Context: an optimization exercise on an open-source flow, tuned for small area, a short achievable clock period and few clock cycles per item. The choices shown serve that exercise and are no tape-out recipe.
Function was checked by simulation only, so behaviour that the tests miss may differ from the original.
Power is estimated from default activity; no workload was simulated.

## flow/design.v (module list and top-level ports; edited modules follow where they fit)
// module c1_ldpc_enc: 1435 lines
module c1_ldpc_enc (
    input  wire        clk,
    input  wire        rst,         
    input  wire        in_valid,
    output wire        in_ready,
    input  wire [31:0] in_data,
    output wire        out_valid,
    input  wire        out_ready,
    output wire [31:0] out_data
);
  // ...
==> flow/flow/run.sh <==
#!/bin/bash
set -euo pipefail
export BUFFER_PORTS_ARGS="-buffer_cell sky130_fd_sc_hd__buf_4"
export SETUP_SLACK_MARGIN=6.8
bash standard.sh > standard.log 2>&1
==> flow/standard.sh <==
#!/bin/bash
# synth_recipe.tcl (not shown) runs the flow's synth.tcl, then flattens the netlist and writes it again
# the make line also repeats each setting of config.mk as NAME=value (left out here)
make -C /OpenROAD-flow-scripts/flow DESIGN_CONFIG=/design/flow/config.mk WORK_HOME=/design/flow/orfs CLKGATE_MAP_FILE= SYNTH_SCRIPT=/design/flow/synth_recipe.tcl "${@:-finish}"
==> flow/config.mk <==
export PLATFORM = sky130hd
export DESIGN_NAME = c1_ldpc_enc
export DESIGN_NICKNAME = c1_ldpc_enc
export VERILOG_FILES = /design/flow/design.v
export SDC_FILE = /design/flow/constraint.sdc
export NUM_CORES = 4
export LEC_CHECK = 0
export CAP_MARGIN = 20
export CORE_MARGIN = 2
export CORE_UTILIZATION = 55
export CTS_CLUSTER_DIAMETER = 60
export CTS_CLUSTER_SIZE = 25
export PLACE_DENSITY = 0.65
export SLEW_MARGIN = 20
==> flow/constraint.sdc <==
create_clock -name core_clock -period 10.0 [get_ports {clk}]
set_input_delay 2.0000 -clock core_clock [delete_from_list [all_inputs] [get_ports {clk}]]
set_output_delay 2.0000 -clock core_clock [all_outputs]
set_load 0.01 [all_outputs]
==> run notes, run 1 <==
- The flow ran to the end and the layout has no timing, DRC or antenna violations.
- The dominant cell type by area after synthesis is dfxtp_1.
- For hold timing, the worst endpoint is A2[189]$_DFF_P_.
- The floorplan has 96 rows.
- The mean instance size in the synthesized netlist is around 12 um^2.
- Clock buffers in the final layout number 82.
- The post-layout utilization of the core is 0.610.
- The largest family of logic cells by synthesized area is multiplexers.
- The XOR/XNOR share of the synthesized area is 0.0839.
- The maximum operating frequency is around 300 MHz.
- Of the post-synthesis cell area, the part taken by muxes is 0.112.
- The origin of the worst setup path is oreg[0]$_DFFE_PN_.
- In this run the top signal layer used is met5.
- Counting the buffers created by CTS gives just over 60.
- Across the VDD grid, the largest voltage drop is between 150 and 200 uV.
- The number of fill cells is roughly 5600.
- For this run, global-route usage on met1 was measured as 0.453.
- The footprint of the flip-flops and latches is around 25000 um^2.
- The net count of the finished layout is around 3200.
- The number of hold buffers added after CTS is 0.
- The clock transition at the registers of the reported paths is roughly 0.09 ns.
- Leaving out the clock tree, the finished layout contains a buffer count of 102.
- Data on the critical path arrives at its endpoint at around 1.3 ns.
- The sequential fraction of total cell area is 0.587.
- The first-pass GRT wire length is approximately 170000 um.
- The shortest clock period the worst path allows after layout is 3.34 ns.
- STA classifies the critical path startpoint as a flop.
- The detailed router finished its first iteration with 2826 violations.
- The classification of the worst-slack hold path is reg -> reg.
- The number of global-route vias before repair was between 20000 and 25000.
- The combined global-route utilization of all metal layers is 0.333.
- The critical path is of the reg -> out type.
- The count of endpoints failing hold in the final timing report came to 0.
- In the synthesized netlist, the number of instances is approximately 3100.
- In the layout the commonest cells are dfxtp_1 (955), mux2_2 (295), nor2_1 (235), xnor2_1 (234), nand2_1 (225).
- Setup repair after global routing could not meet its margin everywhere.
- The post-route fraction of the period consumed by the critical path is 0.334.
- The number of nets with antenna violations after routing is 0.
- For this run, the number of Yosys warnings is 1.
- The number of buffers inserted by port buffering is just under 70.
Testbench counts, summed over its fixed seeds: cycles 26,176, rows 48.
==> inputs of run 2 (changes only) <==
--- a/flow/design.v
+++ b/flow/design.v
@@ -5,26 +5,27 @@
     output wire        in_ready,
     input  wire [31:0] in_data,
     output wire        out_valid,
     input  wire        out_ready,
     output wire [31:0] out_data
 );
     reg  [255:0] A0, A1, A2, A3;
     reg  [8:0]   wc;       
+    reg  [7:0]   ic;       
     reg          st_out;   
-    reg  [7:0]   cnt;      
+    reg  [7:0]   os;       
     reg          rec;      
     reg  [4:0]   ow;       
     reg          ov;       
     reg          rdy;      
     reg  [31:0]  oreg;
     reg          p0s;      
     reg  [31:0]  dr;       
-    reg          selb_r, clr_r, lastr;
+    reg          selb_r, clr_r, clr0_r, lastr;
     reg          rs;       
     reg  [3:0]   ins_r;
     reg          match;    
     reg  [7:0]   ge;       
     reg          wrq0, wrqn;
     reg          sd;       
     reg  [3:0]   so, sw;   
     assign in_ready  = rdy;
@@ -34,48 +35,48 @@
     wire ldp     = st_out & match;
     wire ld      = ldp & (~ov | out_ready);
     wire [31:0] din;
     genvar gi;
     generate for (gi = 0; gi < 32; gi = gi + 1) begin : g_din
         assign din[gi] = in_data[31-gi];
     end endgenerate
     wire [31:0] wv0;
-    assign wv0[0] = (A0[0] & ~clr_r) ^ (dr[0] & ins_r[0]);
-    assign wv0[1] = (A0[1] & ~clr_r) ^ (dr[1] & ins_r[0]);
-    assign wv0[2] = (A0[2] & ~clr_r) ^ (dr[2] & ins_r[0]);
-    assign wv0[3] = (A0[3] & ~clr_r) ^ (dr[3] & ins_r[0]);
-    assign wv0[4] = (A0[4] & ~clr_r) ^ (dr[4] & ins_r[0]);
-    assign wv0[5] = (A0[5] & ~clr_r) ^ (dr[5] & ins_r[0]);
-    assign wv0[6] = (A0[6] & ~clr_r) ^ (dr[6] & ins_r[0]);
-    assign wv0[7] = (A0[7] & ~clr_r) ^ (dr[7] & ins_r[0]);
-    assign wv0[8] = (A0[8] & ~clr_r) ^ (dr[8] & ins_r[0]);
-    assign wv0[9] = (A0[9] & ~clr_r) ^ (dr[9] & ins_r[0]);
-    assign wv0[10] = (A0[10] & ~clr_r) ^ (dr[10] & ins_r[0]);
-    assign wv0[11] = (A0[11] & ~clr_r) ^ (dr[11] & ins_r[0]);
-    assign wv0[12] = (A0[12] & ~clr_r) ^ (dr[12] & ins_r[0]);
-    assign wv0[13] = (A0[13] & ~clr_r) ^ (dr[13] & ins_r[0]);
-    assign wv0[14] = (A0[14] & ~clr_r) ^ (dr[14] & ins_r[0]);
-    assign wv0[15] = (A0[15] & ~clr_r) ^ (dr[15] & ins_r[0]);
-    assign wv0[16] = (A0[16] & ~clr_r) ^ (dr[16] & ins_r[0]);
-    assign wv0[17] = (A0[17] & ~clr_r) ^ (dr[17] & ins_r[0]);
-    assign wv0[18] = (A0[18] & ~clr_r) ^ (dr[18] & ins_r[0]);
-    assign wv0[19] = (A0[19] & ~clr_r) ^ (dr[19] & ins_r[0]);
-    assign wv0[20] = (A0[20] & ~clr_r) ^ (dr[20] & ins_r[0]);
-    assign wv0[21] = (A0[21] & ~clr_r) ^ (dr[21] & ins_r[0]);
-    assign wv0[22] = (A0[22] & ~clr_r) ^ (dr[22] & ins_r[0]);
-    assign wv0[23] = (A0[23] & ~clr_r) ^ (dr[23] & ins_r[0]);
-    assign wv0[24] = (A0[24] & ~clr_r) ^ (dr[24] & ins_r[0]);
-    assign wv0[25] = (A0[25] & ~clr_r) ^ (dr[25] & ins_r[0]);
-    assign wv0[26] = (A0[26] & ~clr_r) ^ (dr[26] & ins_r[0]);
-    assign wv0[27] = (A0[27] & ~clr_r) ^ (dr[27] & ins_r[0]);
-    assign wv0[28] = (A0[28] & ~clr_r) ^ (dr[28] & ins_r[0]);
-    assign wv0[29] = (A0[29] & ~clr_r) ^ (dr[29] & ins_r[0]);
-    assign wv0[30] = (A0[30] & ~clr_r) ^ (dr[30] & ins_r[0]);
-    assign wv0[31] = (A0[31] & ~clr_r) ^ (dr[31] & ins_r[0]);
+    assign wv0[0] = (A0[0] & ~clr0_r) ^ (dr[0] & ins_r[0]);
+    assign wv0[1] = (A0[1] & ~clr0_r) ^ (dr[1] & ins_r[0]);
+    assign wv0[2] = (A0[2] & ~clr0_r) ^ (dr[2] & ins_r[0]);
+    assign wv0[3] = (A0[3] & ~clr0_r) ^ (dr[3] & ins_r[0]);
+    assign wv0[4] = (A0[4] & ~clr0_r) ^ (dr[4] & ins_r[0]);
+    assign wv0[5] = (A0[5] & ~clr0_r) ^ (dr[5] & ins_r[0]);
+    assign wv0[6] = (A0[6] & ~clr0_r) ^ (dr[6] & ins_r[0]);
+    assign wv0[7] = (A0[7] & ~clr0_r) ^ (dr[7] & ins_r[0]);
+    assign wv0[8] = (A0[8] & ~clr0_r) ^ (dr[8] & ins_r[0]);
+    assign wv0[9] = (A0[9] & ~clr0_r) ^ (dr[9] & ins_r[0]);
+    assign wv0[10] = (A0[10] & ~clr0_r) ^ (dr[10] & ins_r[0]);
+    assign wv0[11] = (A0[11] & ~clr0_r) ^ (dr[11] & ins_r[0]);
+    assign wv0[12] = (A0[12] & ~clr0_r) ^ (dr[12] & ins_r[0]);
+    assign wv0[13] = (A0[13] & ~clr0_r) ^ (dr[13] & ins_r[0]);
+    assign wv0[14] = (A0[14] & ~clr0_r) ^ (dr[14] & ins_r[0]);
+    assign wv0[15] = (A0[15] & ~clr0_r) ^ (dr[15] & ins_r[0]);
+    assign wv0[16] = (A0[16] & ~clr0_r) ^ (dr[16] & ins_r[0]);
+    assign wv0[17] = (A0[17] & ~clr0_r) ^ (dr[17] & ins_r[0]);
+    assign wv0[18] = (A0[18] & ~clr0_r) ^ (dr[18] & ins_r[0]);
+    assign wv0[19] = (A0[19] & ~clr0_r) ^ (dr[19] & ins_r[0]);
+    assign wv0[20] = (A0[20] & ~clr0_r) ^ (dr[20] & ins_r[0]);
+    assign wv0[21] = (A0[21] & ~clr0_r) ^ (dr[21] & ins_r[0]);
+    assign wv0[22] = (A0[22] & ~clr0_r) ^ (dr[22] & ins_r[0]);
+    assign wv0[23] = (A0[23] & ~clr0_r) ^ (dr[23] & ins_r[0]);
+    assign wv0[24] = (A0[24] & ~clr0_r) ^ (dr[24] & ins_r[0]);
+    assign wv0[25] = (A0[25] & ~clr0_r) ^ (dr[25] & ins_r[0]);
+    assign wv0[26] = (A0[26] & ~clr0_r) ^ (dr[26] & ins_r[0]);
+    assign wv0[27] = (A0[27] & ~clr0_r) ^ (dr[27] & ins_r[0]);
+    assign wv0[28] = (A0[28] & ~clr0_r) ^ (dr[28] & ins_r[0]);
+    assign wv0[29] = (A0[29] & ~clr0_r) ^ (dr[29] & ins_r[0]);
+    assign wv0[30] = (A0[30] & ~clr0_r) ^ (dr[30] & ins_r[0]);
+    assign wv0[31] = (A0[31] & ~clr0_r) ^ (dr[31] & ins_r[0]);
     wire [31:0] wv1;
     assign wv1[0] = (A1[0] & ~clr_r) ^ (dr[0] & ins_r[1]);
     assign wv1[1] = (A1[1] & ~clr_r) ^ (dr[1] & ins_r[1]);
     assign wv1[2] = (A1[2] & ~clr_r) ^ (dr[2] & ins_r[1]);
     assign wv1[3] = (A1[3] & ~clr_r) ^ (dr[3] & ins_r[1]);
     assign wv1[4] = (A1[4] & ~clr_r) ^ (dr[4] & ins_r[1]);
     assign wv1[5] = (A1[5] & ~clr_r) ^ (dr[5] & ins_r[1]);
     assign wv1[6] = (A1[6] & ~clr_r) ^ (dr[6] & ins_r[1]);
@@ -468,48 +469,48 @@
     assign n0[152] = A0[184];
     assign n0[153] = A0[185];
     assign n0[154] = A0[186];
     assign n0[155] = A0[187];
     assign n0[156] = A0[188];
     assign n0[157] = A0[189];
     assign n0[158] = A0[190];
     assign n0[159] = A0[191];
-    assign n0[160] = wrqn ? p2w[0] : (selb_r ? A0[160] : A0[192]);
-    assign n0[161] = wrqn ? p2w[1] : (selb_r ? A0[161] : A0[193]);
-    assign n0[162] = wrqn ? p2w[2] : (selb_r ? A0[162] : A0[194]);
-    assign n0[163] = (wrq0 | wrqn) ? p2w[3] : (selb_r ? A0[163] : A0[195]);
-    assign n0[164] = (wrq0 | wrqn) ? p2w[4] : (selb_r ? A0[164] : A0[196]);
-    assign n0[165] = (wrq0 | wrqn) ? p2w[5] : (selb_r ? A0[165] : A0[197]);
-    assign n0[166] = (wrq0 | wrqn) ? p2w[6] : (selb_r ? A0[166] : A0[198]);
-    assign n0[167] = (wrq0 | wrqn) ? p2w[7] : A0[199];
-    assign n0[168] = (wrq0 | wrqn) ? p2w[8] : A0[200];
-    assign n0[169] = (wrq0 | wrqn) ? p2w[9] : A0[201];
-    assign n0[170] = (wrq0 | wrqn) ? p2w[10] : A0[202];
-    assign n0[171] = (wrq0 | wrqn) ? p2w[11] : A0[203];
-    assign n0[172] = (wrq0 | wrqn) ? p2w[12] : A0[204];
-    assign n0[173] = (wrq0 | wrqn) ? p2w[13] : A0[205];
-    assign n0[174] = (wrq0 | wrqn) ? p2w[14] : A0[206];
-    assign n0[175] = (wrq0 | wrqn) ? p2w[15] : A0[207];
-    assign n0[176] = (wrq0 | wrqn) ? p2w[16] : A0[208];
-    assign n0[177] = (wrq0 | wrqn) ? p2w[17] : A0[209];
-    assign n0[178] = (wrq0 | wrqn) ? p2w[18] : A0[210];
-    assign n0[179] = (wrq0 | wrqn) ? p2w[19] : A0[211];
-    assign n0[180] = (wrq0 | wrqn) ? p2w[20] : A0[212];
-    assign n0[181] = (wrq0 | wrqn) ? p2w[21] : A0[213];
-    assign n0[182] = (wrq0 | wrqn) ? p2w[22] : A0[214];
-    assign n0[183] = (wrq0 | wrqn) ? p2w[23] : A0[215];
-    assign n0[184] = (wrq0 | wrqn) ? p2w[24] : A0[216];
-    assign n0[185] = (wrq0 | wrqn) ? p2w[25] : A0[217];
-    assign n0[186] = (wrq0 | wrqn) ? p2w[26] : A0[218];
-    assign n0[187] = (wrq0 | wrqn) ? p2w[27] : A0[219];
-    assign n0[188] = (wrq0 | wrqn) ? p2w[28] : A0[220];
-    assign n0[189] = (wrq0 | wrqn) ? p2w[29] : A0[221];
-    assign n0[190] = (wrq0 | wrqn) ? p2w[30] : A0[222];
-    assign n0[191] = (wrq0 | wrqn) ? p2w[31] : A0[223];
+    assign n0[160] = wrqn ? p3w[0] : (selb_r ? A0[160] : A0[192]);
+    assign n0[161] = wrqn ? p3w[1] : (selb_r ? A0[161] : A0[193]);
+    assign n0[162] = wrqn ? p3w[2] : (selb_r ? A0[162] : A0[194]);
+    assign n0[163] = (wrq0 | wrqn) ? p3w[3] : (selb_r ? A0[163] : A0[195]);
+    assign n0[164] = (wrq0 | wrqn) ? p3w[4] : (selb_r ? A0[164] : A0[196]);
+    assign n0[165] = (wrq0 | wrqn) ? p3w[5] : (selb_r ? A0[165] : A0[197]);
+    assign n0[166] = (wrq0 | wrqn) ? p3w[6] : (selb_r ? A0[166] : A0[198]);
+    assign n0[167] = (wrq0 | wrqn) ? p3w[7] : A0[199];
+    assign n0[168] = (wrq0 | wrqn) ? p3w[8] : A0[200];
+    assign n0[169] = (wrq0 | wrqn) ? p3w[9] : A0[201];
+    assign n0[170] = (wrq0 | wrqn) ? p3w[10] : A0[202];
+    assign n0[171] = (wrq0 | wrqn) ? p3w[11] : A0[203];
+    assign n0[172] = (wrq0 | wrqn) ? p3w[12] : A0[204];
+    assign n0[173] = (wrq0 | wrqn) ? p3w[13] : A0[205];
+    assign n0[174] = (wrq0 | wrqn) ? p3w[14] : A0[206];
+    assign n0[175] = (wrq0 | wrqn) ? p3w[15] : A0[207];
+    assign n0[176] = (wrq0 | wrqn) ? p3w[16] : A0[208];
+    assign n0[177] = (wrq0 | wrqn) ? p3w[17] : A0[209];
+    assign n0[178] = (wrq0 | wrqn) ? p3w[18] : A0[210];
+    assign n0[179] = (wrq0 | wrqn) ? p3w[19] : A0[211];
+    assign n0[180] = (wrq0 | wrqn) ? p3w[20] : A0[212];
+    assign n0[181] = (wrq0 | wrqn) ? p3w[21] : A0[213];
+    assign n0[182] = (wrq0 | wrqn) ? p3w[22] : A0[214];
+    assign n0[183] = (wrq0 | wrqn) ? p3w[23] : A0[215];
+    assign n0[184] = (wrq0 | wrqn) ? p3w[24] : A0[216];
+    assign n0[185] = (wrq0 | wrqn) ? p3w[25] : A0[217];
+    assign n0[186] = (wrq0 | wrqn) ? p3w[26] : A0[218];
+    assign n0[187] = (wrq0 | wrqn) ? p3w[27] : A0[219];
+    assign n0[188] = (wrq0 | wrqn) ? p3w[28] : A0[220];
+    assign n0[189] = (wrq0 | wrqn) ? p3w[29] : A0[221];
+    assign n0[190] = (wrq0 | wrqn) ? p3w[30] : A0[222];
+    assign n0[191] = (wrq0 | wrqn) ? p3w[31] : A0[223];
     assign n0[192] = (selb_r ? A0[192] : A0[224]);
     assign n0[193] = (selb_r ? A0[193] : A0[225]);
     assign n0[194] = (selb_r ? A0[194] : A0[226]);
     assign n0[195] = (selb_r ? A0[195] : A0[227]);
     assign n0[196] = (selb_r ? A0[196] : A0[228]);
     assign n0[197] = (selb_r ? A0[197] : A0[229]);
     assign n0[198] = (selb_r ? A0[198] : A0[230]);
     assign n0[199] = A0[231];
@@ -854,48 +855,48 @@
     assign n2[24] = A2[56];
     assign n2[25] = A2[57];
     assign n2[26] = A2[58];
     assign n2[27] = A2[59];
     assign n2[28] = A2[60];
     assign n2[29] = A2[61];
     assign n2[30] = A2[62];
     assign n2[31] = A2[63];
-    assign n2[32] = wrqn ? p3w[0] : (selb_r ? A2[43] : A2[64]);
-    assign n2[33] = wrqn ? p3w[1] : (selb_r ? A2[44] : A2[65]);
-    assign n2[34] = wrqn ? p3w[2] : (selb_r ? A2[45] : A2[66]);
-    assign n2[35] = wrqn ? p3w[3] : (selb_r ? A2[46] : A2[67]);
-    assign n2[36] = wrqn ? p3w[4] : (selb_r ? A2[47] : A2[68]);
-    assign n2[37] = wrqn ? p3w[5] : (selb_r ? A2[48] : A2[69]);
-    assign n2[38] = wrqn ? p3w[6] : (selb_r ? A2[49] : A2[70]);
-    assign n2[39] = wrqn ? p3w[7] : (selb_r ? A2[50] : A2[71]);
-    assign n2[40] = wrqn ? p3w[8] : (selb_r ? A2[51] : A2[72]);
-    assign n2[41] = (wrq0 | wrqn) ? p3w[9] : (selb_r ? A2[52] : A2[73]);
-    assign n2[42] = (wrq0 | wrqn) ? p3w[10] : (selb_r ? A2[32] : A2[74]);
-    assign n2[43] = (wrq0 | wrqn) ? p3w[11] : (selb_r ? A2[33] : A2[75]);
-    assign n2[44] = (wrq0 | wrqn) ? p3w[12] : (selb_r ? A2[34] : A2[76]);
-    assign n2[45] = (wrq0 | wrqn) ? p3w[13] : (selb_r ? A2[35] : A2[77]);
-    assign n2[46] = (wrq0 | wrqn) ? p3w[14] : (selb_r ? A2[36] : A2[78]);
-    assign n2[47] = (wrq0 | wrqn) ? p3w[15] : (selb_r ? A2[37] : A2[79]);
-    assign n2[48] = (wrq0 | wrqn) ? p3w[16] : (selb_r ? A2[38] : A2[80]);
-    assign n2[49] = (wrq0 | wrqn) ? p3w[17] : (selb_r ? A2[39] : A2[81]);
-    assign n2[50] = (wrq0 | wrqn) ? p3w[18] : (selb_r ? A2[40] : A2[82]);
-    assign n2[51] = (wrq0 | wrqn) ? p3w[19] : (selb_r ? A2[41] : A2[83]);
-    assign n2[52] = (wrq0 | wrqn) ? p3w[20] : (selb_r ? A2[42] : A2[84]);
-    assign n2[53] = (wrq0 | wrqn) ? p3w[21] : A2[85];
-    assign n2[54] = (wrq0 | wrqn) ? p3w[22] : A2[86];
-    assign n2[55] = (wrq0 | wrqn) ? p3w[23] : A2[87];
-    assign n2[56] = (wrq0 | wrqn) ? p3w[24] : A2[88];
-    assign n2[57] = (wrq0 | wrqn) ? p3w[25] : A2[89];
-    assign n2[58] = (wrq0 | wrqn) ? p3w[26] : A2[90];
-    assign n2[59] = (wrq0 | wrqn) ? p3w[27] : A2[91];
-    assign n2[60] = (wrq0 | wrqn) ? p3w[28] : A2[92];
-    assign n2[61] = (wrq0 | wrqn) ? p3w[29] : A2[93];
-    assign n2[62] = (wrq0 | wrqn) ? p3w[30] : A2[94];
-    assign n2[63] = (wrq0 | wrqn) ? p3w[31] : A2[95];
+    assign n2[32] = wrqn ? p2w[0] : (selb_r ? A2[43] : A2[64]);
+    assign n2[33] = wrqn ? p2w[1] : (selb_r ? A2[44] : A2[65]);
+    assign n2[34] = wrqn ? p2w[2] : (selb_r ? A2[45] : A2[66]);
+    assign n2[35] = wrqn ? p2w[3] : (selb_r ? A2[46] : A2[67]);
+    assign n2[36] = wrqn ? p2w[4] : (selb_r ? A2[47] : A2[68]);
+    assign n2[37] = wrqn ? p2w[5] : (selb_r ? A2[48] : A2[69]);
+    assign n2[38] = wrqn ? p2w[6] : (selb_r ? A2[49] : A2[70]);
+    assign n2[39] = wrqn ? p2w[7] : (selb_r ? A2[50] : A2[71]);
+    assign n2[40] = wrqn ? p2w[8] : (selb_r ? A2[51] : A2[72]);
+    assign n2[41] = (wrq0 | wrqn) ? p2w[9] : (selb_r ? A2[52] : A2[73]);
+    assign n2[42] = (wrq0 | wrqn) ? p2w[10] : (selb_r ? A2[32] : A2[74]);
+    assign n2[43] = (wrq0 | wrqn) ? p2w[11] : (selb_r ? A2[33] : A2[75]);
+    assign n2[44] = (wrq0 | wrqn) ? p2w[12] : (selb_r ? A2[34] : A2[76]);
+    assign n2[45] = (wrq0 | wrqn) ? p2w[13] : (selb_r ? A2[35] : A2[77]);
+    assign n2[46] = (wrq0 | wrqn) ? p2w[14] : (selb_r ? A2[36] : A2[78]);
+    assign n2[47] = (wrq0 | wrqn) ? p2w[15] : (selb_r ? A2[37] : A2[79]);
+    assign n2[48] = (wrq0 | wrqn) ? p2w[16] : (selb_r ? A2[38] : A2[80]);
+    assign n2[49] = (wrq0 | wrqn) ? p2w[17] : (selb_r ? A2[39] : A2[81]);
+    assign n2[50] = (wrq0 | wrqn) ? p2w[18] : (selb_r ? A2[40] : A2[82]);
+    assign n2[51] = (wrq0 | wrqn) ? p2w[19] : (selb_r ? A2[41] : A2[83]);
+    assign n2[52] = (wrq0 | wrqn) ? p2w[20] : (selb_r ? A2[42] : A2[84]);
+    assign n2[53] = (wrq0 | wrqn) ? p2w[21] : A2[85];
+    assign n2[54] = (wrq0 | wrqn) ? p2w[22] : A2[86];
+    assign n2[55] = (wrq0 | wrqn) ? p2w[23] : A2[87];
+    assign n2[56] = (wrq0 | wrqn) ? p2w[24] : A2[88];
+    assign n2[57] = (wrq0 | wrqn) ? p2w[25] : A2[89];
+    assign n2[58] = (wrq0 | wrqn) ? p2w[26] : A2[90];
+    assign n2[59] = (wrq0 | wrqn) ? p2w[27] : A2[91];
+    assign n2[60] = (wrq0 | wrqn) ? p2w[28] : A2[92];
+    assign n2[61] = (wrq0 | wrqn) ? p2w[29] : A2[93];
+    assign n2[62] = (wrq0 | wrqn) ? p2w[30] : A2[94];
+    assign n2[63] = (wrq0 | wrqn) ? p2w[31] : A2[95];
     assign n2[64] = (selb_r ? A2[75] : A2[96]);
     assign n2[65] = (selb_r ? A2[76] : A2[97]);
     assign n2[66] = (selb_r ? A2[77] : A2[98]);
     assign n2[67] = (selb_r ? A2[78] : A2[99]);
     assign n2[68] = (selb_r ? A2[79] : A2[100]);
     assign n2[69] = (selb_r ? A2[80] : A2[101]);
     assign n2[70] = (selb_r ? A2[81] : A2[102]);
     assign n2[71] = (selb_r ? A2[82] : A2[103]);
@@ -1303,133 +1304,142 @@
     assign n3[216] = (selb_r ? A3[192] : A3[248]);
     assign n3[217] = (selb_r ? A3[193] : A3[249]);
     assign n3[218] = (selb_r ? A3[194] : A3[250]);
     assign n3[219] = (selb_r ? A3[195] : A3[251]);
     assign n3[220] = A3[252];
     assign n3[221] = A3[253];
     assign n3[222] = A3[254];
     assign n3[223] = A3[255];
-    assign n3[224] = wrq0 ? p2w[0] : wrqn ? p0w[0] : (selb_r ? A3[228] : wv3[28]);
-    assign n3[225] = wrq0 ? p2w[1] : wrqn ? p0w[1] : (selb_r ? A3[229] : wv3[29]);
-    assign n3[226] = wrq0 ? p2w[2] : wrqn ? p0w[2] : (selb_r ? A3[230] : wv3[30]);
+    assign n3[224] = wrq0 ? p3w[0] : wrqn ? p0w[0] : (selb_r ? A3[228] : wv3[28]);
+    assign n3[225] = wrq0 ? p3w[1] : wrqn ? p0w[1] : (selb_r ? A3[229] : wv3[29]);
+    assign n3[226] = wrq0 ? p3w[2] : wrqn ? p0w[2] : (selb_r ? A3[230] : wv3[30]);
     assign n3[227] = wrq0 ? p1w[0] : wrqn ? p0w[3] : (selb_r ? A3[231] : wv3[31]);
     assign n3[228] = wrqn ? p0w[4] : (selb_r ? A3[232] : wv3[4]);
     assign n3[229] = wrqn ? p0w[5] : (selb_r ? A3[233] : wv3[5]);
     assign n3[230] = wrqn ? p0w[6] : (selb_r ? A3[234] : wv3[6]);
     assign n3[231] = wrqn ? p0w[7] : (selb_r ? A3[235] : wv3[7]);
     assign n3[232] = wrqn ? p0w[8] : (selb_r ? A3[236] : wv3[8]);
     assign n3[233] = wrqn ? p0w[9] : (selb_r ? A3[237] : wv3[9]);
     assign n3[234] = wrqn ? p0w[10] : (selb_r ? A3[238] : wv3[10]);
     assign n3[235] = wrqn ? p0w[11] : (selb_r ? A3[239] : wv3[11]);
     assign n3[236] = wrq0 ? p1w[1] : wrqn ? p0w[12] : (selb_r ? A3[240] : wv3[12]);
     assign n3[237] = wrq0 ? p1w[2] : wrqn ? p0w[13] : (selb_r ? A3[241] : wv3[13]);
     assign n3[238] = wrq0 ? p1w[3] : wrqn ? p0w[14] : (selb_r ? A3[242] : wv3[14]);
     assign n3[239] = wrq0 ? p1w[4] : wrqn ? p0w[15] : (selb_r ? A3[243] : wv3[15]);
     assign n3[240] = wrq0 ? p1w[5] : wrqn ? p0w[16] : (selb_r ? A3[244] : wv3[16]);
-    assign n3[241] = wrq0 ? p3w[0] : wrqn ? p0w[17] : (selb_r ? A3[245] : wv3[17]);
-    assign n3[242] = wrq0 ? p3w[1] : wrqn ? p0w[18] : (selb_r ? A3[246] : wv3[18]);
-    assign n3[243] = wrq0 ? p3w[2] : wrqn ? p0w[19] : (selb_r ? A3[247] : wv3[19]);
-    assign n3[244] = wrq0 ? p3w[3] : wrqn ? p0w[20] : (selb_r ? A3[248] : wv3[20]);
-    assign n3[245] = wrq0 ? p3w[4] : wrqn ? p0w[21] : (selb_r ? A3[249] : wv3[21]);
-    assign n3[246] = wrq0 ? p3w[5] : wrqn ? p0w[22] : (selb_r ? A3[250] : wv3[22]);
-    assign n3[247] = wrq0 ? p3w[6] : wrqn ? p0w[23] : (selb_r ? A3[251] : wv3[23]);
-    assign n3[248] = wrq0 ? p3w[7] : wrqn ? p0w[24] : (selb_r ? A3[224] : wv3[24]);
-    assign n3[249] = wrq0 ? p3w[8] : wrqn ? p0w[25] : (selb_r ? A3[225] : wv3[25]);
+    assign n3[241] = wrq0 ? p2w[0] : wrqn ? p0w[17] : (selb_r ? A3[245] : wv3[17]);
+    assign n3[242] = wrq0 ? p2w[1] : wrqn ? p0w[18] : (selb_r ? A3[246] : wv3[18]);
+    assign n3[243] = wrq0 ? p2w[2] : wrqn ? p0w[19] : (selb_r ? A3[247] : wv3[19]);
+    assign n3[244] = wrq0 ? p2w[3] : wrqn ? p0w[20] : (selb_r ? A3[248] : wv3[20]);
+    assign n3[245] = wrq0 ? p2w[4] : wrqn ? p0w[21] : (selb_r ? A3[249] : wv3[21]);
+    assign n3[246] = wrq0 ? p2w[5] : wrqn ? p0w[22] : (selb_r ? A3[250] : wv3[22]);
+    assign n3[247] = wrq0 ? p2w[6] : wrqn ? p0w[23] : (selb_r ? A3[251] : wv3[23]);
+    assign n3[248] = wrq0 ? p2w[7] : wrqn ? p0w[24] : (selb_r ? A3[224] : wv3[24]);
+    assign n3[249] = wrq0 ? p2w[8] : wrqn ? p0w[25] : (selb_r ? A3[225] : wv3[25]);
     assign n3[250] = wrqn ? p0w[26] : (selb_r ? A3[226] : wv3[26]);
     assign n3[251] = wrqn ? p0w[27] : (selb_r ? A3[227] : wv3[27]);
     assign n3[252] = wrqn ? p0w[28] : wv3[0];
     assign n3[253] = wrqn ? p0w[29] : wv3[1];
     assign n3[254] = wrqn ? p0w[30] : wv3[2];
     assign n3[255] = wrqn ? p0w[31] : wv3[3];
     wire [31:0] osrc;
-    assign osrc[0] = (sd & p0w[0]) | ((so[0] | sw[2]) & A3[28]) | ((sw[1]) & A3[3]) | ((so[1]) & A1[142]) | ((so[2]) & A0[206]) | ((sw[3]) & A3[17]) | ((so[3]) & A2[85]);
-    assign osrc[1] = (sd & p0w[1]) | ((so[0] | sw[2]) & A3[29]) | ((sw[1]) & A3[12]) | ((so[1]) & A1[143]) | ((so[2]) & A0[207]) | ((sw[3]) & A3[18]) | ((so[3]) & A2[86]);
-    assign osrc[2] = (sd & p0w[2]) | ((so[0] | sw[2]) & A3[30]) | ((sw[1]) & A3[13]) | ((so[1]) & A1[144]) | ((so[2]) & A0[208]) | ((sw[3]) & A3[19]) | ((so[3]) & A2[87]);
-    assign osrc[3] = (sd & p0w[3]) | ((so[0]) & A3[31]) | ((sw[1]) & A3[14]) | ((so[1]) & A1[145]) | ((so[2] | sw[2]) & A0[209]) | ((sw[3]) & A3[20]) | ((so[3]) & A2[88]);
-    assign osrc[4] = (sd & p0w[4]) | ((so[0]) & A3[4]) | ((sw[1]) & A3[15]) | ((so[1]) & A1[146]) | ((so[2] | sw[2]) & A0[210]) | ((sw[3]) & A3[21]) | ((so[3]) & A2[89]);
-    assign osrc[5] = (sd & p0w[5]) | ((so[0]) & A3[5]) | ((sw[1]) & A3[16]) | ((so[1]) & A1[147]) | ((so[2] | sw[2]) & A0[211]) | ((sw[3]) & A3[22]) | ((so[3]) & A2[90]);
-    assign osrc[6] = (sd & p0w[6]) | ((so[0]) & A3[6]) | ((so[1] | sw[1]) & A1[148]) | ((so[2] | sw[2]) & A0[212]) | ((sw[3]) & A3[23]) | ((so[3]) & A2[91]);
-    assign osrc[7] = (sd & p0w[7]) | ((so[0]) & A3[7]) | ((so[1] | sw[1]) & A1[149]) | ((so[2] | sw[2]) & A0[213]) | ((sw[3]) & A3[24]) | ((so[3]) & A2[92]);
-    assign osrc[8] = (sd & p0w[8]) | ((so[0]) & A3[8]) | ((so[1] | sw[1]) & A1[150]) | ((so[2] | sw[2]) & A0[214]) | ((sw[3]) & A3[25]) | ((so[3]) & A2[93]);
-    assign osrc[9] = (sd & p0w[9]) | ((so[0]) & A3[9]) | ((so[1] | sw[1]) & A1[151]) | ((so[2] | sw[2]) & A0[215]) | ((so[3] | sw[3]) & A2[94]);
-    assign osrc[10] = (sd & p0w[10]) | ((so[0]) & A3[10]) | ((so[1] | sw[1]) & A1[152]) | ((so[2] | sw[2]) & A0[216]) | ((so[3] | sw[3]) & A2[95]);
-    assign osrc[11] = (sd & p0w[11]) | ((so[0]) & A3[11]) | ((so[1] | sw[1]) & A1[153]) | ((so[2] | sw[2]) & A0[217]) | ((so[3] | sw[3]) & A2[75]);
-    assign osrc[12] = (sd & p0w[12]) | ((so[0]) & A3[12]) | ((so[1] | sw[1]) & A1[154]) | ((so[2] | sw[2]) & A0[218]) | ((so[3] | sw[3]) & A2[76]);
-    assign osrc[13] = (sd & p0w[13]) | ((so[0]) & A3[13]) | ((so[1] | sw[1]) & A1[155]) | ((so[2] | sw[2]) & A0[219]) | ((so[3] | sw[3]) & A2[77]);
-    assign osrc[14] = (sd & p0w[14]) | ((so[0]) & A3[14]) | ((so[1] | sw[1]) & A1[156]) | ((so[2] | sw[2]) & A0[220]) | ((so[3] | sw[3]) & A2[78]);
-    assign osrc[15] = (sd & p0w[15]) | ((so[0]) & A3[15]) | ((so[1] | sw[1]) & A1[157]) | ((so[2] | sw[2]) & A0[221]) | ((so[3] | sw[3]) & A2[79]);
-    assign osrc[16] = (sd & p0w[16]) | ((so[0]) & A3[16]) | ((so[1] | sw[1]) & A1[158]) | ((so[2] | sw[2]) & A0[222]) | ((so[3] | sw[3]) & A2[80]);
-    assign osrc[17] = (sd & p0w[17]) | ((so[0]) & A3[17]) | ((so[1] | sw[1]) & A1[159]) | ((so[2] | sw[2]) & A0[223]) | ((so[3] | sw[3]) & A2[81]);
-    assign osrc[18] = (sd & p0w[18]) | ((so[0]) & A3[18]) | ((so[1] | sw[1]) & A1[128]) | ((so[2] | sw[2]) & A0[192]) | ((so[3] | sw[3]) & A2[82]);
-    assign osrc[19] = (sd & p0w[19]) | ((so[0]) & A3[19]) | ((so[1] | sw[1]) & A1[129]) | ((so[2] | sw[2]) & A0[193]) | ((so[3] | sw[3]) & A2[83]);
-    assign osrc[20] = (sd & p0w[20]) | ((so[0]) & A3[20]) | ((so[1] | sw[1]) & A1[130]) | ((so[2] | sw[2]) & A0[194]) | ((so[3] | sw[3]) & A2[84]);
-    assign osrc[21] = (sd & p0w[21]) | ((so[0]) & A3[21]) | ((so[1] | sw[1]) & A1[131]) | ((so[2] | sw[2]) & A0[195]) | ((so[3] | sw[3]) & A2[64]);
-    assign osrc[22] = (sd & p0w[22]) | ((so[0]) & A3[22]) | ((so[1] | sw[1]) & A1[132]) | ((so[2] | sw[2]) & A0[196]) | ((so[3] | sw[3]) & A2[65]);
-    assign osrc[23] = (sd & p0w[23]) | ((so[0]) & A3[23]) | ((so[1] | sw[1]) & A1[133]) | ((so[2] | sw[2]) & A0[197]) | ((so[3] | sw[3]) & A2[66]);
-    assign osrc[24] = (sd & p0w[24]) | ((so[0]) & A3[24]) | ((so[1] | sw[1]) & A1[134]) | ((so[2] | sw[2]) & A0[198]) | ((so[3] | sw[3]) & A2[67]);
-    assign osrc[25] = (sd & p0w[25]) | ((so[0]) & A3[25]) | ((so[1] | sw[1]) & A1[135]) | ((so[2] | sw[2]) & A0[199]) | ((so[3] | sw[3]) & A2[68]);
-    assign osrc[26] = (sd & p0w[26]) | ((so[0]) & A3[26]) | ((so[1] | sw[1]) & A1[136]) | ((so[2] | sw[2]) & A0[200]) | ((so[3] | sw[3]) & A2[69]);
-    assign osrc[27] = (sd & p0w[27]) | ((so[0]) & A3[27]) | ((so[1] | sw[1]) & A1[137]) | ((so[2] | sw[2]) & A0[201]) | ((so[3] | sw[3]) & A2[70]);
-    assign osrc[28] = (sd & p0w[28]) | ((so[0]) & A3[0]) | ((so[1] | sw[1]) & A1[138]) | ((so[2] | sw[2]) & A0[202]) | ((so[3] | sw[3]) & A2[71]);
-    assign osrc[29] = (sd & p0w[29]) | ((so[0]) & A3[1]) | ((so[1] | sw[1]) & A1[139]) | ((so[2] | sw[2]) & A0[203]) | ((so[3] | sw[3]) & A2[72]);
-    assign osrc[30] = (sd & p0w[30]) | ((so[0]) & A3[2]) | ((so[1] | sw[1]) & A1[140]) | ((so[2] | sw[2]) & A0[204]) | ((so[3] | sw[3]) & A2[73]);
-    assign osrc[31] = (sd & p0w[31]) | ((so[0]) & A3[3]) | ((so[1] | sw[1]) & A1[141]) | ((so[2] | sw[2]) & A0[205]) | ((so[3] | sw[3]) & A2[74]);
+    assign osrc[0] = (sd & p0w[0]) | ((so[0]) & A3[28]) | ((sw[1]) & A3[3]) | ((so[1]) & A1[142]) | ((sw[2]) & A3[17]) | ((so[2]) & A2[64]) | ((sw[3]) & A3[0]) | ((so[3]) & A0[213]);
+    assign osrc[1] = (sd & p0w[1]) | ((so[0]) & A3[29]) | ((sw[1]) & A3[12]) | ((so[1]) & A1[143]) | ((sw[2]) & A3[18]) | ((so[2]) & A2[65]) | ((sw[3]) & A3[1]) | ((so[3]) & A0[214]);
+    assign osrc[2] = (sd & p0w[2]) | ((so[0]) & A3[30]) | ((sw[1]) & A3[13]) | ((so[1]) & A1[144]) | ((sw[2]) & A3[19]) | ((so[2]) & A2[66]) | ((sw[3]) & A3[2]) | ((so[3]) & A0[215]);
+    assign osrc[3] = (sd & p0w[3]) | ((so[0]) & A3[31]) | ((sw[1]) & A3[14]) | ((so[1]) & A1[145]) | ((sw[2]) & A3[20]) | ((so[2]) & A2[67]) | ((so[3] | sw[3]) & A0[216]);
+    assign osrc[4] = (sd & p0w[4]) | ((so[0]) & A3[4]) | ((sw[1]) & A3[15]) | ((so[1]) & A1[146]) | ((sw[2]) & A3[21]) | ((so[2]) & A2[68]) | ((so[3] | sw[3]) & A0[217]);
+    assign osrc[5] = (sd & p0w[5]) | ((so[0]) & A3[5]) | ((sw[1]) & A3[16]) | ((so[1]) & A1[147]) | ((sw[2]) & A3[22]) | ((so[2]) & A2[69]) | ((so[3] | sw[3]) & A0[218]);
+    assign osrc[6] = (sd & p0w[6]) | ((so[0]) & A3[6]) | ((so[1] | sw[1]) & A1[148]) | ((sw[2]) & A3[23]) | ((so[2]) & A2[70]) | ((so[3] | sw[3]) & A0[219]);
+    assign osrc[7] = (sd & p0w[7]) | ((so[0]) & A3[7]) | ((so[1] | sw[1]) & A1[149]) | ((sw[2]) & A3[24]) | ((so[2]) & A2[71]) | ((so[3] | sw[3]) & A0[220]);
+    assign osrc[8] = (sd & p0w[8]) | ((so[0]) & A3[8]) | ((so[1] | sw[1]) & A1[150]) | ((sw[2]) & A3[25]) | ((so[2]) & A2[72]) | ((so[3] | sw[3]) & A0[221]);
+    assign osrc[9] = (sd & p0w[9]) | ((so[0]) & A3[9]) | ((so[1] | sw[1]) & A1[151]) | ((so[2] | sw[2]) & A2[73]) | ((so[3] | sw[3]) & A0[222]);
+    assign osrc[10] = (sd & p0w[10]) | ((so[0]) & A3[10]) | ((so[1] | sw[1]) & A1[152]) | ((so[2] | sw[2]) & A2[74]) | ((so[3] | sw[3]) & A0[223]);
+    assign osrc[11] = (sd & p0w[11]) | ((so[0]) & A3[11]) | ((so[1] | sw[1]) & A1[153]) | ((so[2] | sw[2]) & A2[75]) | ((so[3] | sw[3]) & A0[192]);
+    assign osrc[12] = (sd & p0w[12]) | ((so[0]) & A3[12]) | ((so[1] | sw[1]) & A1[154]) | ((so[2] | sw[2]) & A2[76]) | ((so[3] | sw[3]) & A0[193]);
+    assign osrc[13] = (sd & p0w[13]) | ((so[0]) & A3[13]) | ((so[1] | sw[1]) & A1[155]) | ((so[2] | sw[2]) & A2[77]) | ((so[3] | sw[3]) & A0[194]);
+    assign osrc[14] = (sd & p0w[14]) | ((so[0]) & A3[14]) | ((so[1] | sw[1]) & A1[156]) | ((so[2] | sw[2]) & A2[78]) | ((so[3] | sw[3]) & A0[195]);
+    assign osrc[15] = (sd & p0w[15]) | ((so[0]) & A3[15]) | ((so[1] | sw[1]) & A1[157]) | ((so[2] | sw[2]) & A2[79]) | ((so[3] | sw[3]) & A0[196]);
+    assign osrc[16] = (sd & p0w[16]) | ((so[0]) & A3[16]) | ((so[1] | sw[1]) & A1[158]) | ((so[2] | sw[2]) & A2[80]) | ((so[3] | sw[3]) & A0[197]);
+    assign osrc[17] = (sd & p0w[17]) | ((so[0]) & A3[17]) | ((so[1] | sw[1]) & A1[159]) | ((so[2] | sw[2]) & A2[81]) | ((so[3] | sw[3]) & A0[198]);
+    assign osrc[18] = (sd & p0w[18]) | ((so[0]) & A3[18]) | ((so[1] | sw[1]) & A1[128]) | ((so[2] | sw[2]) & A2[82]) | ((so[3] | sw[3]) & A0[199]);
+    assign osrc[19] = (sd & p0w[19]) | ((so[0]) & A3[19]) | ((so[1] | sw[1]) & A1[129]) | ((so[2] | sw[2]) & A2[83]) | ((so[3] | sw[3]) & A0[200]);
+    assign osrc[20] = (sd & p0w[20]) | ((so[0]) & A3[20]) | ((so[1] | sw[1]) & A1[130]) | ((so[2] | sw[2]) & A2[84]) | ((so[3] | sw[3]) & A0[201]);
+    assign osrc[21] = (sd & p0w[21]) | ((so[0]) & A3[21]) | ((so[1] | sw[1]) & A1[131]) | ((so[2] | sw[2]) & A2[85]) | ((so[3] | sw[3]) & A0[202]);
+    assign osrc[22] = (sd & p0w[22]) | ((so[0]) & A3[22]) | ((so[1] | sw[1]) & A1[132]) | ((so[2] | sw[2]) & A2[86]) | ((so[3] | sw[3]) & A0[203]);
+    assign osrc[23] = (sd & p0w[23]) | ((so[0]) & A3[23]) | ((so[1] | sw[1]) & A1[133]) | ((so[2] | sw[2]) & A2[87]) | ((so[3] | sw[3]) & A0[204]);
+    assign osrc[24] = (sd & p0w[24]) | ((so[0]) & A3[24]) | ((so[1] | sw[1]) & A1[134]) | ((so[2] | sw[2]) & A2[88]) | ((so[3] | sw[3]) & A0[205]);
+    assign osrc[25] = (sd & p0w[25]) | ((so[0]) & A3[25]) | ((so[1] | sw[1]) & A1[135]) | ((so[2] | sw[2]) & A2[89]) | ((so[3] | sw[3]) & A0[206]);
+    assign osrc[26] = (sd & p0w[26]) | ((so[0]) & A3[26]) | ((so[1] | sw[1]) & A1[136]) | ((so[2] | sw[2]) & A2[90]) | ((so[3] | sw[3]) & A0[207]);
+    assign osrc[27] = (sd & p0w[27]) | ((so[0]) & A3[27]) | ((so[1] | sw[1]) & A1[137]) | ((so[2] | sw[2]) & A2[91]) | ((so[3] | sw[3]) & A0[208]);
+    assign osrc[28] = (sd & p0w[28]) | ((so[0]) & A3[0]) | ((so[1] | sw[1]) & A1[138]) | ((so[2] | sw[2]) & A2[92]) | ((so[3] | sw[3]) & A0[209]);
+    assign osrc[29] = (sd & p0w[29]) | ((so[0]) & A3[1]) | ((so[1] | sw[1]) & A1[139]) | ((so[2] | sw[2]) & A2[93]) | ((so[3] | sw[3]) & A0[210]);
+    assign osrc[30] = (sd & p0w[30]) | ((so[0]) & A3[2]) | ((so[1] | sw[1]) & A1[140]) | ((so[2] | sw[2]) & A2[94]) | ((so[3] | sw[3]) & A0[211]);
+    assign osrc[31] = (sd & p0w[31]) | ((so[0]) & A3[3]) | ((so[1] | sw[1]) & A1[141]) | ((so[2] | sw[2]) & A2[95]) | ((so[3] | sw[3]) & A0[212]);
     wire [31:0] osrc_rev;
     generate for (gi = 0; gi < 32; gi = gi + 1) begin : g_orev
         assign osrc_rev[gi] = osrc[31-gi];
     end endgenerate
+    wire [31:0] oreg_n = ({32{ld}} & osrc_rev) | ({32{~ld}} & oreg);
     wire       st_out_0 = rs ? 1'b0 : lastr ? 1'b1 : st_out;
     wire       st_out_n = st_out_0 & ~(ld & (ow == 5'd31));
     wire [8:0] wc_n     = rs ? 9'd0 : in_fire ? wc + 9'd1 : wc;
+    wire [7:0] ic_n     = (rs | in_fire) ? 8'd0 : (wc != 9'd0) ? ic + 8'd1 : ic;
     wire       ov_n     = ~rst & (ld | (ov & ~out_ready));
     wire       ow31     = (ow == 5'd31);
     wire       ld_a     = ldp;
     wire       ld_b     = ldp & ~ov;
     wire       ov_a     = ldp;
     wire       ov_b     = ldp | ov;
-    wire       icz      = (cnt == 8'd255);
-    wire       ra_f     = ~(st_out_0 & ~(ld_a & ow31)) & (wc != 9'd511) & ~((wc == 9'd510) & ov_a);
-    wire       rb_f     = ~(st_out_0 & ~(ld_b & ow31)) & (wc != 9'd511) & ~((wc == 9'd510) & ov_b);
-    wire       ra_i     = ~(st_out_0 & ~(ld_a & ow31)) & (rs | (wc == 9'd0) | icz) & ~(~rs & (wc == 9'd511) & ov_a);
-    wire       rb_i     = ~(st_out_0 & ~(ld_b & ow31)) & (rs | (wc == 9'd0) | icz) & ~(~rs & (wc == 9'd511) & ov_b);
-    wire       rdy_n    = ~rst & (out_ready ? (in_fire ? ra_f : ra_i) : (in_fire ? rb_f : rb_i));
-    wire [7:0] os_n     = in_fire ? 8'd255 : cnt;    
-    wire       rec_n    = (rs | lastr) ? 1'b0 : (st_out & (cnt[2:0] == 3'd0)) ? 1'b1 : rec;
+    wire       icz      = (wc != 9'd0) ? (ic == 8'd255) : (ic == 8'd0);
+    wire [7:0] os_n     = lastr ? 8'd0 : os + 8'd1;
+    wire       rec_n    = (rs | lastr) ? 1'b0 : (st_out & (os[2:0] == 3'd7)) ? 1'b1 : rec;
     wire [4:0] owa      = (rs | lastr) ? 5'd0 : ow;
     wire [4:0] owb      = (rs | lastr) ? 5'd0 : ow + 5'd1;
+    wire       early    = (os_n >= 8'd25);
+    wire       sto_a    = st_out_0 & ~(ld_a & ow31);
+    wire       sto_b    = st_out_0 & ~(ld_b & ow31);
+    wire       g25_a    = ld_a ? (owb >= 5'd25) : (owa >= 5'd25);
+    wire       g25_b    = ld_b ? (owb >= 5'd25) : (owa >= 5'd25);
+    wire       ra_f     = (~sto_a | (g25_a & early & (wc <= 9'd5))) & (wc != 9'd511) & ~((wc == 9'd510) & ov_a);
+    wire       rb_f     = (~sto_b | (g25_b & early & (wc <= 9'd5))) & (wc != 9'd511) & ~((wc == 9'd510) & ov_b);
+    wire       ra_i     = (~sto_a | (g25_a & early & (rs | (wc <= 9'd6)))) & (rs | (wc == 9'd0) | icz) & ~(~rs & (wc == 9'd511) & ov_a);
+    wire       rb_i     = (~sto_b | (g25_b & early & (rs | (wc <= 9'd6)))) & (rs | (wc == 9'd0) | icz) & ~(~rs & (wc == 9'd511) & ov_b);
+    wire       rdy_n    = ~rst & (out_ready ? (in_fire ? ra_f : ra_i) : (in_fire ? rb_f : rb_i));
     wire [4:0] ow_n     = ld ? owb : owa;
     wire       pass1_n  = st_out_0 & ~rec_n;
     wire       match_a  = (os_n == {3'd0, owa});
     wire       match_b  = (os_n == {3'd0, owb});
     wire       sd_a = ~rec_n & (owa[4:3] == 2'd0);
     wire       sd_b = ~rec_n & (owb[4:3] == 2'd0);
     wire [3:0] so_a = {owa[4:3] == 2'd3, owa[4:3] == 2'd2, owa[4:3] == 2'd1, rec_n} & {4{owa[2:0] != 3'd0}} & {3'b111, owa[4:3] == 2'd0};
     wire [3:0] so_b = {owb[4:3] == 2'd3, owb[4:3] == 2'd2, owb[4:3] == 2'd1, rec_n} & {4{owb[2:0] != 3'd0}} & {3'b111, owb[4:3] == 2'd0};
     wire [3:0] sw_a = {owa[4:3] == 2'd3, owa[4:3] == 2'd2, owa[4:3] == 2'd1, 1'b0} & {4{owa[2:0] == 3'd0}};
     wire [3:0] sw_b = {owb[4:3] == 2'd3, owb[4:3] == 2'd2, owb[4:3] == 2'd1, 1'b0} & {4{owb[2:0] == 3'd0}};
     always @(posedge clk) begin
         A0 <= n0; A1 <= n1; A2 <= n2; A3 <= n3;
         dr      <= din;
         rs      <= rst;
         selb_r  <= ~rst & in_fire & (wc[2:0] == 3'd7);
         clr_r   <= ~rst & in_fire & (wc[8:3] == 6'd0);
+        clr0_r  <= ~rst & in_fire & (wc[8:3] == 6'd1);    
         ins_r   <= {4{~rst & in_fire}} & {wc[4:3] != 2'd3, wc[4:3] != 2'd2, wc[4:3] != 2'd1, wc[4:3] != 2'd0};
         lastr   <= ~rst & in_fire & (wc == 9'd511);
         st_out  <= st_out_n;
         wc      <= wc_n;
+        ic      <= ic_n;
         ov      <= ov_n;
         rdy     <= rdy_n;
-        cnt     <= in_fire ? 8'd0 : cnt + 8'd1;
+        os      <= os_n;
         rec     <= rec_n;
         ow      <= ow_n;
         match   <= ~rst & (ld ? match_b : match_a);
         ge      <= {os_n[2:0] >= 3'd7, os_n[2:0] >= 3'd6, os_n[2:0] >= 3'd5, os_n[2:0] >= 3'd4,
                     os_n[2:0] >= 3'd3, os_n[2:0] >= 3'd2, os_n[2:0] >= 3'd1, 1'b1};
         wrq0    <= pass1_n & (os_n[2:0] == 3'd0);
         wrqn    <= pass1_n & (os_n[2:0] != 3'd0);
         sd      <= ld ? sd_b : sd_a;
         so      <= ld ? so_b : so_a;
         sw      <= ld ? sw_b : sw_a;
-        if (ld) oreg <= osrc_rev;
+        oreg    <= oreg_n;
         if (wrq0) p0s <= p0w[0];
     end
 endmodule
==> flow/flow/run.sh (replaced) <==
#!/bin/bash
set -euo pipefail
export BUFFER_PORTS_ARGS="-buffer_cell sky130_fd_sc_hd__buf_4"
export SETUP_SLACK_MARGIN=7.0
bash standard.sh > standard.log 2>&1
==> flow/config.mk (replaced) <==
export PLATFORM = sky130hd
export DESIGN_NAME = c1_ldpc_enc
export DESIGN_NICKNAME = c1_ldpc_enc
export VERILOG_FILES = /design/flow/design.v
export SDC_FILE = /design/flow/constraint.sdc
export NUM_CORES = 4
export LEC_CHECK = 0
export CAP_MARGIN = 20
export CORE_MARGIN = 2
export CORE_UTILIZATION = 55
export PLACE_DENSITY = 0.65
export SLEW_MARGIN = 20
==> run 2 against run 1 <==
Against the previous run: cell count is 3.5% higher; largest power group unchanged; synthesized cell count is 0.87% higher; global-route usage is 1.0 points higher; still clean; highest routed layer unchanged; count of clock-buffer cells in the layout is 73 higher; critical path type unchanged.
==> run notes, run 2 <==
- The remaining routing DRC violations came to 0 (unchanged).
- The number of violations reported at the end of detailed-routing iteration 0 was 2672 (was 2826).
- The total instance count after detailed placement is 4028 (was 3983).
- The total negative setup slack is 0 ns (unchanged).
- The footprint of the flip-flops and latches was 24800 um^2 (was 24700 um^2).
- The pin slew with the least headroom to its limit is 1.16 ns (was 1.25 ns).
- The area overhead of the layout relative to synthesis came to 14.6% (was 9.18%).
- The class of the most critical setup path is reg -> out (unchanged).
- The fraction of the yosys area taken by sequential cells is 0.644 (was 0.640).
- The final weighted congestion of routability-driven global placement came to 1.02 (was 1.03).
- The maximum number of pins on one net before global-route repair is 198 (was 95).
- The share of synthesized flip-flops with an asynchronous set or reset came to 0 (unchanged).
- The detail-routed via count per cell is 5.67 (was 5.75).
- The per-cell routed wire length is 29.3 um (was 29.4 um).
- The least setup slack across all paths after layout is 6.56 ns (was 6.66 ns).
- The post-synthesis instance area was 38600 um^2 (was 38500 um^2).
- The maximum single-stage delay on the critical path is 0.56 ns (was 0.51 ns).
- The highest ir drop seen on vdd was 170 uV (was 194 uV).
- The iteration count of the initial detailed-routing pass is 8 (was 7).
- The count of unique library cells instantiated by Yosys came to 58 (was 57).
- The number of global-route vias before repair is 23400 (was 22800).
- The number of setup violations in the final report is 0 (unchanged).
- The count of vias placed by the detailed router is 24000 (was 23500).
- The depth of the CTS H-tree is 3 (was 2).
- The final number of max-transition violations was 0 (unchanged).
- The die outline area came to 72200 um^2 (was 72100 um^2).
- The instance count along the most critical hold path is 0 (unchanged).
- The total clock buffers created by CTS is 109 (was 61).
- The combined global-route utilization of all metal layers is 0.343 (was 0.333).
- The ratio of cells with drive above 1 in the final layout came to 0.109 (was 0.175).
- The maximum operating frequency is 291 MHz (was 299 MHz).
- The number of buffers inserted by port buffering was 69 (unchanged).
- The mean instance size in the synthesized netlist was 12.3 um^2 (was 12.4 um^2).
- The setup slack after placement is 6.59 ns (was 6.07 ns).
- Cell-by-cell trace of the critical path: buf_6 (unchanged).
- Status: no timing/DRC/antenna violations (unchanged).
- The number of warnings printed during yosys synthesis is 1 (unchanged).
- RSZ-0062 raised after global routing: yes (unchanged).
- The worst max-slew margin expressed relative to the limit is 0.223 (was 0.160).
- The clock root buffer is clkbuf_16 (unchanged).
- The routed metal-1 wire length was 51700 um (was 51400 um).
- The net count after synthesis is 3181 (was 3151).
- The met3 wire length was 11100 um (was 10600 um).
- The top cell type's share of synthesized area is 0.504 (was 0.500).
- The count of mapped cells out of synthesis is 3133 (was 3106).
- The classification of the worst-slack hold path is reg -> reg (unchanged).
- The dominant register cell in the synthesized netlist is dfxtp_1 (unchanged).
- The topmost layer with routed signal wires was met5 (unchanged).
- The die width is 269 um (about the same).
- The critical path buffer and inverter count was 1 (unchanged).
- The leading cell type in the layout, fill and taps excluded is dfxtp_1 (unchanged).
- The net switching power came to 0.00342 W (was 0.00317 W).
- The number of fill cells is 5419 (was 5627).
- The cell-internal power came to 0.00858 W (was 0.00716 W).
- The clock tree from TritonCTS is yes (unchanged).
- The number of antenna violations at the first check in global routing is 18 (was 7).
- The cell depth of the worst setup path came to 1 (unchanged).
- The count of endpoints failing hold in the final timing report came to 0 (unchanged).
- The overall power consumption is 0.0120 W (was 0.0103 W).
- The power share of the sequential group is 0.495 (was 0.547).
- The HPWL after detailed placement is 89000 um (was 87200 um).
- The category of the worst setup path capture point is a primary output (unchanged).
- The non-filler instance count after layout came to 4241 (was 4097).
- The top fanout value on the critical path came to 1 (unchanged).
- The post-route fraction of the period consumed by the critical path came to 0.344 (was 0.334).
- The sink count of the clock tree came to 1150 (was 1141).
- The final wirelength is 124000 um (was 120000 um).
- The element type at the critical path start is a flop (unchanged).
- The total congestion overflow is 0 (unchanged).
- The combinational share of power is 0.142 (was 0.179).
- The required time at the endpoint of the critical path was 8.00 ns (about the same).
- The clock power share is 0.362 (was 0.273).
- The standard cell area after detailed placement was 40100 um^2 (was 39800 um^2).
- The maximum clock skew at final layout is 0.0257 ns (was 0.0314 ns).
- The boundary pin count is 70 (unchanged).
- The largest delay contributor family on the critical path is flip-flops (unchanged).
- The net switching fraction of the power is 0.285 (was 0.306).
- The first-pass GRT wire length came to 172000 um (was 168000 um).
- The clock latency reported for the late side of the worst-skew pair was 0.68 ns (was 0.67 ns).
- The shortest clock period the worst path allows after layout was 3.44 ns (was 3.34 ns).
- The summed area of non-filler cells in the final layout is 44200 um^2 (was 42000 um^2).
- The starting utilization of the core area is 0.554 (was 0.558).
- The core box area is 69700 um^2 (was 68900 um^2).
- The number of nets in the layout is 3249 (was 3163).
- The row count came to 97 (was 96).
- Ranking of synthesized cells by instance count: dfxtp_1 (970), mux2_1 (268), nand2_1 (259), xnor2_1 (242), nor2_1 (229) (was dfxtp_1 (961), mux2_2 (295), nor2_1 (236), xnor2_1 (235), nand2_1 (226)).
- Most area-consuming cells after synthesis: dfxtp_1 (50%), edfxtp_1 (14%), mux2_1 (7.8%), xnor2_1 (5.5%), mux2i_1 (2.8%) (was dfxtp_1 (50%), edfxtp_1 (14%), mux2_2 (8.6%), xnor2_1 (5.3%), nor2_1 (2.3%)).
- The y dimension of the die is 269 um (about the same).
- The logic depth of the worst register-to-register path is 6 (unchanged).
- The slowest library cell on the worst path is edfxtp_1 (unchanged).
- The area of the multi-input gates is 13200 um^2 (about the same).
- The dominant cell type by area after synthesis was dfxtp_1 (unchanged).
- The post-synthesis sequential element count is 1150 (was 1141).
- The sum of met2 wire segment lengths after detailed routing came to 53900 um (was 52000 um).
- The number of nets with antenna violations after routing is 0 (unchanged).
- The areal power density over the cells is 272 nW/um^2 (was 246 nW/um^2).
- The leakage power total was 17.7 nW (was 16.6 nW).
- The most repeated cell in the gate-level netlist after synthesis is dfxtp_1 (unchanged).
- The maximum clock insertion buffer count is 3 (unchanged).
- The worst path arrival time came to 1.44 ns (was 1.34 ns).
- The number of flops mapped to enable cells by yosys is 180 (unchanged).
- Leading cell types in the layout, fill and taps excluded: dfxtp_1 (963), mux2_1 (268), nand2_1 (258), xnor2_1 (234), nor2_1 (228) (was dfxtp_1 (955), mux2_2 (295), nor2_1 (235), xnor2_1 (234), nand2_1 (225)).
- The number of hold buffers added after CTS was 0 (unchanged).
- The clock transition at the registers of the reported paths is 0.07 ns (was 0.09 ns).
- The max-capacitance violation count is 0 (unchanged).
==> run 2: cell count changes after synthesis, sizes merged, moves of 10 or more <==
cell | before | now
mux2i | 96 | 109
a21oi | 115 | 77
nand2 | 226 | 259
nor2b | 120 | 110
a211oi | 56 | 18
clkbuf | 134 | 119
nand3 | 33 | 22
xor2 | 71 | 105
a21boi | 1 | 13
xnor2 | 266 | 242
o21ai | 57 | 79
buf | 20 | 35
==> run 2: through the flow <==
stage / hold slack, ns / utilization
finish: 0.306 / 0.634
global route: 0.317 / 0.634
CTS: 0.300 / 0.633
detailed placement: 0.312 / 0.576
global placement: 0.310 / 0.576
floorplan: 0.310 / -
==> run 2: cell families after synthesis <==
family,share of synthesized area
DFF,0.644
and+or+nand+nor,0.0823
xor gates and xnor gates,0.0788
buffers and inverters,0.0175
adders and majority gates,0.00389
muxes,0.115
AOI/OAI and AO/OA,0.0585
==> run 2: final cells by class <==
cell class / instances / share of cell area
well taps: 940 / 0.0266
multi-input cells: 1808 / 0.298
clock inverters: 52 / 0.0155
diodes: 4 / 0.000226
inverters: 21 / 0.00235
repair buffers: 111 / 0.0231
clock buffers: 155 / 0.0723
flip-flops and latches: 1150 / 0.562
==> run 2: power groups by stage <==
stage / clock (W) / combinational [W] / sequential, W
floorplan: 0 / 0.000998 / 0.00567
global placement: 0 / 0.00161 / 0.00601
detailed placement: 0 / 0.00163 / 0.00602
CTS: 0.00439 / 0.00165 / 0.00593
global route: 0.00458 / 0.00176 / 0.00598
finish: 0.00435 / 0.00171 / 0.00594
==> run 2: layer usage <==
metal / global-route usage / vias to the layer above
met5: 0 / -
met4: 0.194 / 10
met3: 0.0798 / 312
met2: 0.512 / 1171
met1: 0.460 / 11800
li1: - / 10800
==> run 2: worst paths after layout <==
check	endpoint	slack, ns	from
worst max-delay path	out_data[26]	6.56	flop
worst min-delay path	A0[81]$_DFF_P_	0.31	A0[113]$_DFF_P_
worst max register to register	A0[186]$_DFF_P_	6.92	ge[5]$_DFF_P_
worst min register to register	A0[81]$_DFF_P_	0.31	A0[113]$_DFF_P_
==> run 2: timing repair <==
action | 4_1_cts | 5_1_grt
setup endpoints to repair | 34 | 158
cloned | 0 | 1
resized for setup | 28 | 14
setup buffers | 1 | 0
Testbench counts of run 2, summed over its fixed seeds: cycles 25,896, rows 48.
==> inputs of run 3 (changes only) <==
--- a/flow/config.mk
+++ b/flow/config.mk
@@ -9,4 +9,6 @@
 export CORE_MARGIN = 2
 export CORE_UTILIZATION = 55
+export CTS_CLUSTER_DIAMETER = 60
+export CTS_CLUSTER_SIZE = 25
 export PLACE_DENSITY = 0.65
 export SLEW_MARGIN = 20
==> run 3 against run 2 <==
Against the previous run: power fell by 11%; die area unchanged; count of clock-buffer cells in the layout shrank 68; clock power shrank about 30%; via count fell by 1.2%; cell count shrank 2.1%; register-to-register slack about the same; critical endpoint unchanged; hold slack improved by 0.0082 ns.
==> run notes, run 3 <==
- Status: no timing/DRC/antenna violations (unchanged).
- The logic depth of the worst register-to-register path is 5 (was 6).
- The total clock buffers created by CTS is 68 (was 109).
- The combined global-route utilization of all metal layers is 0.339 (was 0.343).
- The number of antenna violations at the first check in global routing is 18 (unchanged).
- The instance count along the most critical hold path is 0 (unchanged).
- The number of fill cells is 5588 (was 5419).
- The y dimension of the die came to 269 um (unchanged).
- The number of setup violations in the final report is 0 (unchanged).
- The worst path arrival time is 1.35 ns (was 1.44 ns).
- The count of endpoints failing hold in the final timing report was 0 (unchanged).
- The areal power density over the cells is 251 nW/um^2 (was 272 nW/um^2).
- The total negative setup slack is 0 ns (unchanged).
- The end of the worst register-to-register path was A0[184]$_DFF_P_ (was A0[186]$_DFF_P_).
- The critical register-to-register path startpoint was ge[5]$_DFF_P_ (unchanged).
- The element type at the critical path start is a flop (unchanged).
- The top fanout value on the critical path was 1 (unchanged).
- The total instance count after detailed placement is 4028 (unchanged).
- RSZ-0062 raised after global routing: yes (unchanged).
- The category of the worst setup path capture point was a primary output (unchanged).
- The number of violations reported at the end of detailed-routing iteration 0 came to 2744 (was 2672).
- The clock latency reported for the late side of the worst-skew pair is 0.64 ns (was 0.68 ns).
- The final weighted congestion of routability-driven global placement was 1.02 (unchanged).
- The post-synthesis sequential element count is 1150 (unchanged).
- The final number of max-transition violations is 0 (unchanged).
- The dominant register cell in the synthesized netlist is dfxtp_1 (unchanged).
- The sink count of the clock tree is 1150 (unchanged).
- The ratio of cells with drive above 1 in the final layout was 0.0880 (was 0.109).
- The max-capacitance violation count is 0 (unchanged).
- The highest ir drop seen on vdd was 191 uV (was 170 uV).
- The number of warnings printed during yosys synthesis is 1 (unchanged).
- The first-pass GRT wire length is 170000 um (was 172000 um).
- The count of vias placed by the detailed router is 23700 (was 24000).
- The per-cell routed wire length is 29.6 um (was 29.3 um).
- Leading cell types in the layout, fill and taps excluded: dfxtp_1 (963), mux2_1 (268), nand2_1 (258), xnor2_1 (235), nor2_1 (228) (was dfxtp_1 (963), mux2_1 (268), nand2_1 (258), xnor2_1 (234), nor2_1 (228)).
- The detail-routed via count per cell is 5.72 (was 5.67).
- The maximum clock insertion buffer count is 3 (unchanged).
- The post-synthesis instance area is 38600 um^2 (unchanged).
- The HPWL after detailed placement came to 89000 um (unchanged).
- The number of nets with antenna violations after routing is 0 (unchanged).
- The count of unique library cells instantiated by Yosys is 58 (unchanged).
- The row count is 97 (unchanged).
- The clock tree from TritonCTS is yes (unchanged).
- The remaining routing DRC violations was 0 (unchanged).
- The maximum number of pins on one net before global-route repair is 198 (unchanged).
- The die width was 269 um (unchanged).
- The number of global-route vias before repair is 22800 (was 23400).
- Cell-by-cell trace of the critical path: buf_6 (unchanged).
- The maximum operating frequency is 298 MHz (was 291 MHz).
==> run 3: final cells by class <==
cell class                 count  area, um^2  area share
antenna                        8        20.0    0.000470
clock buffer                  87        1890      0.0443
clock inverter                29         387     0.00908
inverter                      21         104     0.00244
multi-input combinational   1808       13200       0.309
sequential                  1150       24800       0.583
tap                          940        1180      0.0276
timing repair buffer         111        1020      0.0240
==> run 3: repair_timing <==
action | in CTS | in global routing
endpoints found under the setup margin | 34 | 179
resized for setup | 30 | 12
gates cloned | 0 | 1
setup buffers | 1 | 0
==> run 3: through the flow <==
stage	area [um^2]	total power [W]	utilization	hold WS, ns	setup WS, ns
after global routing	42600	0.0110	0.611	0.312	6.61
after global placement	40100	0.00762	0.576	0.310	6.57
after CTS	42500	0.0107	0.610	0.307	6.64
after detailed placement	40100	0.00765	0.576	0.312	6.59
after floorplan	38600	0.00667	-	0.310	6.90
final	42600	0.0107	0.612	0.314	6.65
==> run 3: worst max-delay path by stage <==
stage / slack [ns] / cells after the start / endpoint / startpoint
global route: 6.61 / 1 / out_data[26] / flop
detailed placement: 6.59 / 8 / match$_DFF_P_ / out_ready
CTS: 6.64 / 1 / out_data[26] / flop
floorplan: 6.90 / 6 / match$_DFF_P_ / out_ready
finish: 6.65 / 1 / out_data[26] / flop
global placement: 6.57 / 7 / match$_DFF_P_ / out_ready
==> run 3: report_power, final <==
part / switching (W) / internal, W / total, W
Clock: 0.00163 / 0.00142 / 0.00306
Combinational: 0.00106 / 0.000644 / 0.00170
Sequential: 0.000560 / 0.00537 / 0.00593
Total: 0.00325 / 0.00744 / 0.0107
==> run 3: cells by family after synthesis <==
kind of cell    synth area share
fa+ha+maj                0.00389
buf+inv                   0.0175
xor+xnor                  0.0788
flops                      0.644
compound gates            0.0585
simple gates              0.0823
mux                        0.115
==> run 3: routing by layer <==
metal,wire (um),global-route usage,vias to the layer above
met3,10500,0.0773,291
met5,80,0,-
li1,-,-,10600
met1,52000,0.459,11700
met2,53000,0.502,1131
met4,7410,0.193,12

## re-timing with driven ports
The results above use ideal ports. As a check the final layouts listed here were re-extracted and re-timed, cells and wires unchanged.
Step 1 sets driving cells, clkbuf_16 on the clock port and buf_2 on the other inputs (assumed; they add their load-dependent delay and slew).
Step 2 times the ports against the registers' clock, not the clock port: input delays grow and output delays shrink by t, the midpoint of the rising clock arrivals with the driver on.
Slacks: no drivers / after step 1 / after step 2; pairs: no drivers / after step 1.
| run | shift t [ns] | setup WS [ns] | worst setup path at the end | slew at the worst register clock pin (ns) | cell pins on the clock port's net |
|---|---|---|---|---|---|
| run 1 | 0.727 | 6.657 / 6.589 / 6.380 | input to register | 0.10 / 0.10 | 1 |
| run 2 | 0.743 | 6.563 / 6.491 / 6.605 | input to register | 0.07 / 0.07 | 1 |
| run 3 | 0.694 | 6.646 / 6.572 / 6.588 | input to register | 0.10 / 0.10 | 1 |
After both steps setup and hold are still met in every run listed. The setup slack of run 1, which loses most, moves by -0.068 ns with the drivers and by -0.277 ns with both steps.
